Source: an optimization exercise on an open RTL-to-GDS flow (aim: small area and a short achievable clock period). Production flows keep margins and buffers that such runs may drop.
Power figures rest on the tool's default switching activity, not on a simulated workload.

Setup of the previous run:
==> flow/design.v (excerpt) <==
module red_combine (
    input  wire        clk,
    input  wire        rst,
    input  wire        in_valid,
    input  wire [31:0] in_a,
    input  wire [31:0] in_b,
    input  wire [1:0]  in_op,
    input  wire [1:0]  in_rmode,
    input  wire [15:0] in_rand,
    output reg         out_valid,
    output reg  [31:0] out_res
);
Size in the first run: about 2200 cells after synthesis.
==> module red_combine, before the edit <==
module red_combine (
    input  wire        clk,
    input  wire        rst,
    input  wire        in_valid,
    input  wire [31:0] in_a,
    input  wire [31:0] in_b,
    input  wire [1:0]  in_op,
    input  wire [1:0]  in_rmode,
    input  wire [15:0] in_rand,
    output reg         out_valid,
    output reg  [31:0] out_res
);
    wire a_e0   = ~|in_a[30:23];
    wire b_e0   = ~|in_b[30:23];
    wire a_emax = &in_a[30:23];
    wire b_emax = &in_b[30:23];
    wire a_mz   = ~|in_a[22:0];
    wire b_mz   = ~|in_b[22:0];
    wire a_nan  = a_emax & ~a_mz;
    wire b_nan  = b_emax & ~b_mz;
    wire a_inf  = a_emax & a_mz;
    wire b_inf  = b_emax & b_mz;
    wire sa = in_a[31];
    wire sb = in_b[31];
    wire is_mm  = in_op[0] ^ in_op[1];
    wire is_max = in_op[1];
    wire [7:0] r_ab, r_ba;
    add_bk #(8) u_dab (.a(in_a[30:23]), .b(~in_b[30:23]), .c(1'b1), .y(r_ab));
    add_bk #(8) u_dba (.a(in_b[30:23]), .b(~in_a[30:23]), .c(1'b1), .y(r_ba));
    wire [7:0] d_ab = a_e0 ? 8'd0 : b_e0 ? in_a[30:23] - 8'd1 : r_ab;
    wire [7:0] d_ba = b_e0 ? 8'd0 : a_e0 ? in_b[30:23] - 8'd1 : r_ba;
    wire gt_hi, gt_lo;
    gt_t #(16) u_gth (.a(in_b[30:15]), .b(in_a[30:15]), .gt(gt_hi));
    gt_t #(15) u_gtl (.a(in_b[14:0]), .b(in_a[14:0]), .gt(gt_lo));
    wire eq_hi = (in_b[30:15] == in_a[30:15]);
    wire pick_a_gt = b_nan | (~a_nan & (sa ^ is_max ^ ~(sa ^ sb)));
    wire pick_a_le = b_nan | (~a_nan & (sa ^ is_max));
    reg        v1;
    reg [31:0] a, b;
    reg        sel_gt, sel_le, gt_hi1, eq_hi1, gt_lo1, sub, zero_small, nan1, rtz1, stoc1;
    reg [5:0]  sh_ab, sh_ba;
    reg [15:0] rnd1;
    always @(posedge clk) begin
        v1         <= ~rst & in_valid;
        a          <= in_a;
        b          <= in_b;
        sel_gt     <= is_mm ? ~pick_a_gt : 1'b1;
        sel_le     <= is_mm ? ~pick_a_le : 1'b0;
        gt_hi1     <= gt_hi;
        eq_hi1     <= eq_hi;
        gt_lo1     <= gt_lo;
        sub        <= (sa ^ sb) & ~is_mm;
        zero_small <= is_mm | a_inf | b_inf;
        nan1       <= is_mm ? (a_nan & b_nan) : (a_nan | b_nan | (a_inf & b_inf & (sa ^ sb)));
        rtz1       <= (in_rmode == 2'd1);
        stoc1      <= (in_rmode == 2'd2);
        sh_ab      <= (|d_ab[7:6]) ? 6'd63 : d_ab[5:0];
        sh_ba      <= (|d_ba[7:6]) ? 6'd63 : d_ba[5:0];
        rnd1       <= in_rand;
    end
    wire gt_ba = gt_hi1 | (eq_hi1 & gt_lo1);       
    wire sel_b = gt_ba ? sel_gt : sel_le;
    wire a1_e0 = ~|a[30:23];
    wire b1_e0 = ~|b[30:23];
    wire [31:0] bg    = sel_b ? b : a;
    wire [22:0] sm_m  = sel_b ? a[22:0] : b[22:0];
    wire        sm_h  = sel_b ? ~a1_e0 : ~b1_e0;
    wire        bg_e0 = sel_b ? b1_e0 : a1_e0;
    wire [7:0]  e_big = {bg[30:24], bg[23] | bg_e0};
    wire [23:0] m_big = {~bg_e0, bg[22:0]};
    wire [23:0] m_sm  = zero_small ? 24'd0 : {sm_h, sm_m};
    wire [5:0]  sh    = sel_b ? sh_ba : sh_ab;
    wire [41:0] y;
    s1_align u_align(.m_sm(m_sm), .sh(sh), .y(y));
    wire [42:0] r1;
    s1_add u_add(.m_big(m_big), .y(y), .sub(sub), .r1(r1));
    reg        v2;
    reg [42:0] r;
    reg [7:0]  eb2;
    reg        sg2, nan2, sub2, inf2, rtz2, stoc2;
    reg [15:0] rnd2;
    always @(posedge clk) begin
        v2    <= ~rst & v1;
        r     <= r1;
        eb2   <= e_big;
        sg2   <= bg[31];
        nan2  <= nan1;
        sub2  <= sub;
        rtz2  <= rtz1;
        stoc2 <= stoc1;
        inf2  <= zero_small | ~rtz1;
        rnd2  <= rnd1;
    end
    wire [23:0] n; wire [15:0] d; wire st; wire [4:0] lz;
    s2_norm u_norm(.r(r), .eb2(eb2), .n(n), .d(d), .st(st), .lz(lz));
    wire [31:0] result;
    s2_round u_round(.r(r), .eb2(eb2), .n(n), .d(d), .st(st), .lz(lz), .rnd2(rnd2), .stoc2(stoc2), .rtz2(rtz2), .inf2(inf2), .nan2(nan2), .sg2(sg2), .sub2(sub2), .result(result));
    always @(posedge clk) begin
        out_valid <= ~rst & v2;
        out_res   <= result;
    end
endmodule
==> module s1_align, before the edit <==
module s1_align(input [23:0] m_sm, input [5:0] sh, output [41:0] y);
    wire [41:0] x0 = {m_sm, 18'd0};
    wire [41:0] x1 = sh[0] ? { 1'd0, x0[41:1]}  : x0;
    wire [41:0] x2 = sh[1] ? { 2'd0, x1[41:2]}  : x1;
    wire [41:0] x3 = sh[2] ? { 4'd0, x2[41:4]}  : x2;
    wire [41:0] x4 = sh[3] ? { 8'd0, x3[41:8]}  : x3;
    wire [41:0] x5 = sh[4] ? {16'd0, x4[41:16]} : x4;
    wire [41:0] x6 = sh[5] ? {32'd0, x5[41:32]} : x5;
    wire jam = (sh[4] & (|x4[15:0])) | (sh[5] & (|x5[31:0]));
    assign y = {x6[41:1], x6[0] | jam};
endmodule
==> flow/config.mk <==
export PLATFORM = sky130hd
export DESIGN_NAME = red_combine
export DESIGN_NICKNAME = red_combine
export VERILOG_FILES = /design/flow/design.v
export SDC_FILE = /design/flow/constraint.sdc
export NUM_CORES = 4
export LEC_CHECK = 0
export ABC_AREA = 1
export CAP_MARGIN = 20
export CORE_MARGIN = 2
export CORE_UTILIZATION = 60
export SLEW_MARGIN = 20
==> flow/constraint.sdc <==
create_clock -name core_clock -period 32.0 [get_ports {clk}]
set_input_delay 6.4000 -clock core_clock [delete_from_list [all_inputs] [get_ports {clk}]]
set_output_delay 6.4000 -clock core_clock [all_outputs]
set_load 0.01 [all_outputs]
standard.sh (not shown) runs the stock make flow with config.mk's settings and CLKGATE_MAP_FILE= SYNTH_SCRIPT=/design/flow/synth_recipe.tcl, a recipe that flattens the netlist after the stock synthesis.
==> flow/flow/run.sh <==
#!/bin/bash
# The standard ORFS layout (standard.sh, standard synthesis unchanged) with two changes
# to how the layout is made; the clock, its period and the constraints stay the design's:
#  - repair_timing is asked for extra setup slack (flow/setup_margin, in ns), so that it
#    sizes and buffers the logic for a shorter period than the constraint's;
#  - port buffers (every input and output still gets one) use flow/port_buffer.
set -euo pipefail
MARGIN=$(cat flow/setup_margin)
PBUF=$(cat flow/port_buffer)
sed "s|CLKGATE_MAP_FILE= |CLKGATE_MAP_FILE= SETUP_SLACK_MARGIN=$MARGIN 'BUFFER_PORTS_ARGS=-buffer_cell $PBUF' |" \
    standard.sh > standard_tuned.sh
bash standard_tuned.sh > flow_make.log 2>&1
==> flow/flow/port_buffer <==
sky130_fd_sc_hd__buf_2
==> flow/flow/setup_margin <==
24.5
Changes in the current run relative to the previous run:
--- a/flow/design.v
+++ b/flow/design.v
@@ -25,9 +25,14 @@
     wire is_mm  = in_op[0] ^ in_op[1];
     wire is_max = in_op[1];
-    wire [7:0] r_ab, r_ba;
-    add_bk #(8) u_dab (.a(in_a[30:23]), .b(~in_b[30:23]), .c(1'b1), .y(r_ab));
-    add_bk #(8) u_dba (.a(in_b[30:23]), .b(~in_a[30:23]), .c(1'b1), .y(r_ba));
-    wire [7:0] d_ab = a_e0 ? 8'd0 : b_e0 ? in_a[30:23] - 8'd1 : r_ab;
-    wire [7:0] d_ba = b_e0 ? 8'd0 : a_e0 ? in_b[30:23] - 8'd1 : r_ba;
+    wire [6:0] r_ab = {1'b0, in_a[28:23]} - {1'b0, in_b[28:23]};
+    wire [6:0] r_ba = {1'b0, in_b[28:23]} - {1'b0, in_a[28:23]};
+    wire [5:0] d_ab = a_e0 ? 6'd0 : b_e0 ? in_a[28:23] - 6'd1 : r_ab[5:0];
+    wire [5:0] d_ba = b_e0 ? 6'd0 : a_e0 ? in_b[28:23] - 6'd1 : r_ba[5:0];
+    wire [1:0] ha = in_a[30:29];
+    wire [1:0] hb = in_b[30:29];
+    wire ge_ab = ~a_e0 & (b_e0 ? (ha[1] | (ha[0] & |in_a[28:23]))
+                                : ((ha == hb + 2'd1) & ~r_ab[6]) | ({1'b0, ha} >= {1'b0, hb} + 3'd2));
+    wire ge_ba = ~b_e0 & (a_e0 ? (hb[1] | (hb[0] & |in_b[28:23]))
+                                : ((hb == ha + 2'd1) & ~r_ba[6]) | ({1'b0, hb} >= {1'b0, ha} + 3'd2));
     wire gt_hi, gt_lo;
     gt_t #(16) u_gth (.a(in_b[30:15]), .b(in_a[30:15]), .gt(gt_hi));
@@ -40,4 +45,5 @@
     reg        sel_gt, sel_le, gt_hi1, eq_hi1, gt_lo1, sub, zero_small, nan1, rtz1, stoc1;
     reg [5:0]  sh_ab, sh_ba;
+    reg        big_ab, big_ba;
     reg [15:0] rnd1;
     always @(posedge clk) begin
@@ -55,6 +61,8 @@
         rtz1       <= (in_rmode == 2'd1);
         stoc1      <= (in_rmode == 2'd2);
-        sh_ab      <= (|d_ab[7:6]) ? 6'd63 : d_ab[5:0];
-        sh_ba      <= (|d_ba[7:6]) ? 6'd63 : d_ba[5:0];
+        sh_ab      <= d_ab;
+        sh_ba      <= d_ba;
+        big_ab     <= ge_ab;
+        big_ba     <= ge_ba;
         rnd1       <= in_rand;
     end
@@ -70,5 +78,5 @@
     wire [23:0] m_big = {~bg_e0, bg[22:0]};
     wire [23:0] m_sm  = zero_small ? 24'd0 : {sm_h, sm_m};
-    wire [5:0]  sh    = sel_b ? sh_ba : sh_ab;
+    wire [7:0]  sh    = sel_b ? {big_ba, 1'b0, sh_ba} : {big_ab, 1'b0, sh_ab};
     wire [41:0] y;
     s1_align u_align(.m_sm(m_sm), .sh(sh), .y(y));
@@ -101,5 +109,6 @@
     end
 endmodule
-module s1_align(input [23:0] m_sm, input [5:0] sh, output [41:0] y);
+module s1_align(input [23:0] m_sm, input [7:0] sh, output [41:0] y);
+    wire big = |sh[7:6];
     wire [41:0] x0 = {m_sm, 18'd0};
     wire [41:0] x1 = sh[0] ? { 1'd0, x0[41:1]}  : x0;
@@ -108,6 +117,6 @@
     wire [41:0] x4 = sh[3] ? { 8'd0, x3[41:8]}  : x3;
     wire [41:0] x5 = sh[4] ? {16'd0, x4[41:16]} : x4;
-    wire [41:0] x6 = sh[5] ? {32'd0, x5[41:32]} : x5;
-    wire jam = (sh[4] & (|x4[15:0])) | (sh[5] & (|x5[31:0]));
+    wire [41:0] x6 = (sh[5] | big) ? {32'd0, x5[41:32] & {10{~big}}} : x5;
+    wire jam = (sh[4] & (|x4[15:0])) | ((sh[5] | big) & (|x5[31:0])) | (big & (|x5[41:32]));
     assign y = {x6[41:1], x6[0] | jam};
 endmodule
Number of global-route vias before repair on the current run is down relative to the previous run.
Net count reported at finish ended up 28 higher on the current run than on the previous run.
Detailed-route wire length on metal 1 on the current run is up relative to the previous run.
Compared with the previous run, the current run shows a lower proportion of power drawn by flip-flops and latches.
The tightest hold margin of the previous run and that of the current run are within noise of each other.
Going from the previous run to the current run, the worst setup slack was found to have gone up by 0.45 ns.
What the current run reported for clock-buffer cell count has to be multiplied by 0.906 to get the figure for the previous run.
From the previous run to the current run the numbers moved as follows: fraction of area in non-clock buffers up 0.68 points, aggregate global-route resource usage down 0.32 points, synthesized-area fraction occupied by adder cells held steady, via count now smaller.
The current run against the previous run; half-perimeter wire length after placement is up by a few percent.
Summary of the current run over the previous run: critical path depth now smaller, reported combinational group power now larger.
Function was not checked in any run of this note: the RTL went through the layout flow alone.

Another version of the RTL of red_combine (not shown whole).
For scale: about 2,300 cells after synthesis, about 220 flip-flops, roughly 120 I/O pins, about 15,000 um2 of cells after synthesis.
==> module red_combine, before the edit <==
module red_combine (
    input  wire        clk,
    input  wire        rst,
    input  wire        in_valid,
    input  wire [31:0] in_a,
    input  wire [31:0] in_b,
    input  wire [1:0]  in_op,
    input  wire [1:0]  in_rmode,
    input  wire [15:0] in_rand,
    output reg         out_valid,
    output reg  [31:0] out_res
);
    wire a_e0   = ~|in_a[30:23];
    wire b_e0   = ~|in_b[30:23];
    wire a_emax = &in_a[30:23];
    wire b_emax = &in_b[30:23];
    wire a_mz   = ~|in_a[22:0];
    wire b_mz   = ~|in_b[22:0];
    wire a_nan  = a_emax & ~a_mz;
    wire b_nan  = b_emax & ~b_mz;
    wire a_inf  = a_emax & a_mz;
    wire b_inf  = b_emax & b_mz;
    wire sa = in_a[31];
    wire sb = in_b[31];
    wire is_mm  = in_op[0] ^ in_op[1];
    wire is_max = in_op[1];
    wire zero_small = ~is_mm & (a_inf | b_inf);
    wire e_gt_hi, e_gt_lo;
    gt_t #(4) u_geh (.a(in_b[30:27]), .b(in_a[30:27]), .gt(e_gt_hi));
    gt_t #(4) u_gel (.a(in_b[26:23]), .b(in_a[26:23]), .gt(e_gt_lo));
    wire e_eq_hi = (in_b[30:27] == in_a[30:27]);
    wire m_gt_hi, m_gt_lo;
    gt_t #(12) u_gmh (.a(in_b[22:11]), .b(in_a[22:11]), .gt(m_gt_hi));
    gt_t #(11) u_gml (.a(in_b[10:0]), .b(in_a[10:0]), .gt(m_gt_lo));
    wire m_eq_hi = (in_b[22:11] == in_a[22:11]);
    wire e_eq_lo = (in_b[26:23] == in_a[26:23]);
    wire pick_a_lt = b_nan | (~a_nan & (sa ^ is_max ^ ~(sa ^ sb)));
    wire pick_a_ge = b_nan | (~a_nan & (sa ^ is_max));
    wire [6:0] r_ab = {1'b0, in_a[28:23]} - {1'b0, in_b[28:23]};
    wire [6:0] r_ba = {1'b0, in_b[28:23]} - {1'b0, in_a[28:23]};
    wire [1:0] ha = in_a[30:29];
    wire [1:0] hb = in_b[30:29];
    wire ge_ab = ((ha == hb + 2'd1) & ~r_ab[6]) | ({1'b0, ha} >= {1'b0, hb} + 3'd2);
    wire ge_ba = ((hb == ha + 2'd1) & ~r_ba[6]) | ({1'b0, hb} >= {1'b0, ha} + 3'd2);
    reg        v1;
    reg [31:0] a1, b1;
    reg        sel_lt, sel_ge, egh1, eqh1, egl1;
    reg [5:0]  sh_ab, sh_ba;
    reg        big_ab, big_ba;
    reg        sub, zs1, zsm1, nan1, rtz1, stoc1, mgh1, meqh1, mgl1, eql1, mmflip, mm1;
    reg [15:0] rnd1;
    always @(posedge clk) begin
        v1    <= ~rst & in_valid;
        a1    <= in_a;
        b1    <= in_b;
        sel_lt <= is_mm ? ~pick_a_lt : 1'b1;
        sel_ge <= is_mm ? ~pick_a_ge : 1'b0;
        egh1  <= e_gt_hi;
        eqh1  <= e_eq_hi;
        egl1  <= e_gt_lo;
        sh_ab <= r_ab[5:0];
        sh_ba <= r_ba[5:0];
        big_ab <= ge_ab;
        big_ba <= ge_ba;
        sub   <= (sa ^ sb) & ~is_mm;
        zs1   <= is_mm | a_inf | b_inf;
        zsm1  <= zero_small;
        mgh1  <= m_gt_hi;
        meqh1 <= m_eq_hi;
        mgl1  <= m_gt_lo;
        eql1  <= e_eq_lo;
        mmflip <= ~a_nan & ~b_nan & ~(sa ^ sb);
        mm1   <= is_mm;
        nan1  <= is_mm ? (a_nan & b_nan) : (a_nan | b_nan | (a_inf & b_inf & (sa ^ sb)));
        rtz1  <= (in_rmode == 2'd1);
        stoc1 <= (in_rmode == 2'd2);
        rnd1  <= in_rand;
    end
    wire e_lt = egh1 | (eqh1 & egl1);                
    wire mgt  = eqh1 & eql1 & (mgh1 | (meqh1 & mgl1));
    wire sel1 = e_lt ? sel_lt : sel_ge;
    wire [5:0] sh  = mm1 ? 6'd0 : sel1 ? sh_ba : sh_ab;
    wire       big = ~mm1 & (sel1 ? big_ba : big_ab);
    wire [31:0] bg1  = sel1 ? b1 : a1;
    wire [22:0] sm_m = sel1 ? a1[22:0] : b1[22:0];
    wire        a1_e0 = ~|a1[30:23];
    wire        b1_e0 = ~|b1[30:23];
    wire        sm_e0 = sel1 ? a1_e0 : b1_e0;
    wire        bg_e0 = sel1 ? b1_e0 : a1_e0;
    wire        fix1 = sm_e0 & ~bg_e0;
    wire        s_sm = sel1 ? a1[31] : b1[31];
    wire [23:0] m_sm = zsm1 ? 24'd0 : fix1 ? {sm_m, 1'b0} : {~sm_e0, sm_m};
    wire [7:0]  e_big = {bg1[30:24], bg1[23] | bg_e0};
    wire [23:0] m_big = {~bg_e0, bg1[22:0]};
    wire [41:0] y;
    s1_align u_align(.m_sm(m_sm), .sh({big, 1'b0, sh}), .y(y));
    wire [42:0] r1;
    reg any_lo;
    integer k;
    always @(*) begin
        any_lo = 1'b0;
        for (k = 0; k < 24; k = k + 1)
            if (m_sm[k] && (big || sh > k)) any_lo = 1'b1;
    end
    wire swap_mm = mm1 & mgt & mmflip;
    s1_add u_add(.m_big(m_big & {24{~swap_mm}}), .y(y), .en_y(~mm1 | swap_mm),
                 .inv_big(sub & mgt), .inv_y(sub & ~mgt), .no_lo(~any_lo), .r1(r1));
    reg        v2;
    reg [42:0] r;
    reg [7:0]  eb2;
    reg        sg2, nan2, sub2, inf2, rtz2, stoc2;
    reg [15:0] rnd2;
    always @(posedge clk) begin
        v2    <= ~rst & v1;
        r     <= r1;
        eb2   <= e_big;
        sg2   <= (mgt & ~mm1) ? s_sm : bg1[31];
        nan2  <= nan1;
        sub2  <= sub;
        rtz2  <= rtz1;
        stoc2 <= stoc1;
        inf2  <= zs1 | ~rtz1;
        rnd2  <= rnd1;
    end
    wire [23:0] n; wire [15:0] d; wire st; wire [4:0] lz;
    s2_norm u_norm(.r(r), .eb2(eb2), .n(n), .d(d), .st(st), .lz(lz));
    wire [31:0] result;
    s2_round u_round(.r(r), .eb2(eb2), .n(n), .d(d), .st(st), .lz(lz), .rnd2(rnd2), .stoc2(stoc2), .rtz2(rtz2), .inf2(inf2), .nan2(nan2), .sg2(sg2), .sub2(sub2), .result(result));
    always @(posedge clk) begin
        out_valid <= ~rst & v2;
        out_res   <= result;
    end
endmodule
export LEC_CHECK = 0
export ABC_AREA = 1
export CAP_MARGIN = 20
export CORE_MARGIN = 2
export CORE_UTILIZATION = 60
export CTS_BUF_LIST = sky130_fd_sc_hd__clkbuf_16
export CTS_CLUSTER_DIAMETER = 100
export CTS_CLUSTER_SIZE = 30
export SLEW_MARGIN = 20
create_clock -name core_clock -period 32.0 [get_ports {clk}]
==> flow/flow/port_buffer <==
sky130_fd_sc_hd__buf_1
==> flow/flow/setup_margin <==
24.2
Scripts as last shown in full above: flow/flow/run.sh
Then changed:
--- a/flow/design.v
+++ b/flow/design.v
@@ -22,68 +22,49 @@
     wire b_inf  = b_emax & b_mz;
     wire sa = in_a[31];
     wire sb = in_b[31];
     wire is_mm  = in_op[0] ^ in_op[1];
     wire is_max = in_op[1];
     wire zero_small = ~is_mm & (a_inf | b_inf);
-    wire e_gt_hi, e_gt_lo;
-    gt_t #(4) u_geh (.a(in_b[30:27]), .b(in_a[30:27]), .gt(e_gt_hi));
-    gt_t #(4) u_gel (.a(in_b[26:23]), .b(in_a[26:23]), .gt(e_gt_lo));
-    wire e_eq_hi = (in_b[30:27] == in_a[30:27]);
-    wire m_gt_hi, m_gt_lo;
-    gt_t #(12) u_gmh (.a(in_b[22:11]), .b(in_a[22:11]), .gt(m_gt_hi));
-    gt_t #(11) u_gml (.a(in_b[10:0]), .b(in_a[10:0]), .gt(m_gt_lo));
-    wire m_eq_hi = (in_b[22:11] == in_a[22:11]);
-    wire e_eq_lo = (in_b[26:23] == in_a[26:23]);
-    wire pick_a_lt = b_nan | (~a_nan & (sa ^ is_max ^ ~(sa ^ sb)));
-    wire pick_a_ge = b_nan | (~a_nan & (sa ^ is_max));
+    wire e_lt;                                      
+    gt_t #(8) u_ge (.a(in_b[30:23]), .b(in_a[30:23]), .gt(e_lt));
+    wire m_gt;                                      
+    gt_t #(23) u_gm (.a(in_b[22:0]), .b(in_a[22:0]), .gt(m_gt));
+    wire e_eq = (in_a[30:23] == in_b[30:23]);
+    wire pick_a_mm = b_nan | (~a_nan & (sa ^ is_max ^ (e_lt & ~(sa ^ sb))));
+    wire sel_b = is_mm ? ~pick_a_mm : e_lt;
     wire [6:0] r_ab = {1'b0, in_a[28:23]} - {1'b0, in_b[28:23]};
     wire [6:0] r_ba = {1'b0, in_b[28:23]} - {1'b0, in_a[28:23]};
     wire [1:0] ha = in_a[30:29];
     wire [1:0] hb = in_b[30:29];
     wire ge_ab = ((ha == hb + 2'd1) & ~r_ab[6]) | ({1'b0, ha} >= {1'b0, hb} + 3'd2);
     wire ge_ba = ((hb == ha + 2'd1) & ~r_ba[6]) | ({1'b0, hb} >= {1'b0, ha} + 3'd2);
     reg        v1;
     reg [31:0] a1, b1;
-    reg        sel_lt, sel_ge, egh1, eqh1, egl1;
-    reg [5:0]  sh_ab, sh_ba;
-    reg        big_ab, big_ba;
-    reg        sub, zs1, zsm1, nan1, rtz1, stoc1, mgh1, meqh1, mgl1, eql1, mmflip, mm1;
+    reg        sel1;
+    reg [5:0]  sh;
+    reg        big, sub, zs1, zsm1, nan1, rtz1, stoc1, mgt, mmflip, mm1;
     reg [15:0] rnd1;
     always @(posedge clk) begin
         v1    <= ~rst & in_valid;
         a1    <= in_a;
         b1    <= in_b;
-        sel_lt <= is_mm ? ~pick_a_lt : 1'b1;
-        sel_ge <= is_mm ? ~pick_a_ge : 1'b0;
-        egh1  <= e_gt_hi;
-        eqh1  <= e_eq_hi;
-        egl1  <= e_gt_lo;
-        sh_ab <= r_ab[5:0];
-        sh_ba <= r_ba[5:0];
-        big_ab <= ge_ab;
-        big_ba <= ge_ba;
+        sel1  <= sel_b;
+        sh    <= is_mm ? 6'd0 : e_lt ? r_ba[5:0] : r_ab[5:0];
+        big   <= ~is_mm & (e_lt ? ge_ba : ge_ab);
         sub   <= (sa ^ sb) & ~is_mm;
         zs1   <= is_mm | a_inf | b_inf;
         zsm1  <= zero_small;
-        mgh1  <= m_gt_hi;
-        meqh1 <= m_eq_hi;
-        mgl1  <= m_gt_lo;
-        eql1  <= e_eq_lo;
+        mgt   <= e_eq & m_gt;
         mmflip <= ~a_nan & ~b_nan & ~(sa ^ sb);
         mm1   <= is_mm;
         nan1  <= is_mm ? (a_nan & b_nan) : (a_nan | b_nan | (a_inf & b_inf & (sa ^ sb)));
         rtz1  <= (in_rmode == 2'd1);
         stoc1 <= (in_rmode == 2'd2);
         rnd1  <= in_rand;
     end
-    wire e_lt = egh1 | (eqh1 & egl1);                
-    wire mgt  = eqh1 & eql1 & (mgh1 | (meqh1 & mgl1));
-    wire sel1 = e_lt ? sel_lt : sel_ge;
-    wire [5:0] sh  = mm1 ? 6'd0 : sel1 ? sh_ba : sh_ab;
-    wire       big = ~mm1 & (sel1 ? big_ba : big_ab);
     wire [31:0] bg1  = sel1 ? b1 : a1;
     wire [22:0] sm_m = sel1 ? a1[22:0] : b1[22:0];
     wire        a1_e0 = ~|a1[30:23];
     wire        b1_e0 = ~|b1[30:23];
     wire        sm_e0 = sel1 ? a1_e0 : b1_e0;
     wire        bg_e0 = sel1 ? b1_e0 : a1_e0;
Result: Power fell by a few percent. Hold slack is worse by 0.014 ns. Die area is lower by a few percent. Global-route usage drops by 0.62 points. Wire length came out lower by a few percent. Area after synthesis went down by a few percent.
No run of this note included a check of the RTL's function; only the layout flow was run.

==> afterwards: timing with drivers on the ports <==
In the flow no input, the clock included, has a driving cell. The finished layouts below were timed again as built, in two steps.
Step 1: set_driving_cell puts a clkbuf_16 on clk and a buf_2 on each other input, an assumption about the parent block.
Step 2 moves the port delays by t, midway between the first and last clock arrival at a register: inputs arrive t later, outputs are due t later. That takes back most of the time a late clock gives input paths.
Three values: no drivers, after step 1, after step 2; two values: the first two.
| run | t, ns | slack for setup (ns) | worst setup path at the end | slew at the worst register clock pin (ns) | worst slew at a driven data input, ns |
|---|---|---|---|---|---|
| the previous run | 0.562 | 24.084 / 24.083 / 23.521 | input to register | 0.06 / 0.06 | 0.05 |
| the current run | 0.581 | 24.530 / 24.538 / 23.956 | input to register | 0.07 / 0.07 | 0.06 |
| the first run of note 2 | 0.538 | 24.369 / 24.400 / 23.862 | input to register | 0.11 / 0.11 | 0.04 |
| the second run of note 2 | 0.530 | 24.229 / 24.232 / 23.702 | input to register | 0.11 / 0.11 | 0.05 |
After both steps setup and hold are still met in every run listed. The setup slack of the current run, which loses most, moves by +0.008 ns with the drivers and by -0.574 ns with both steps.
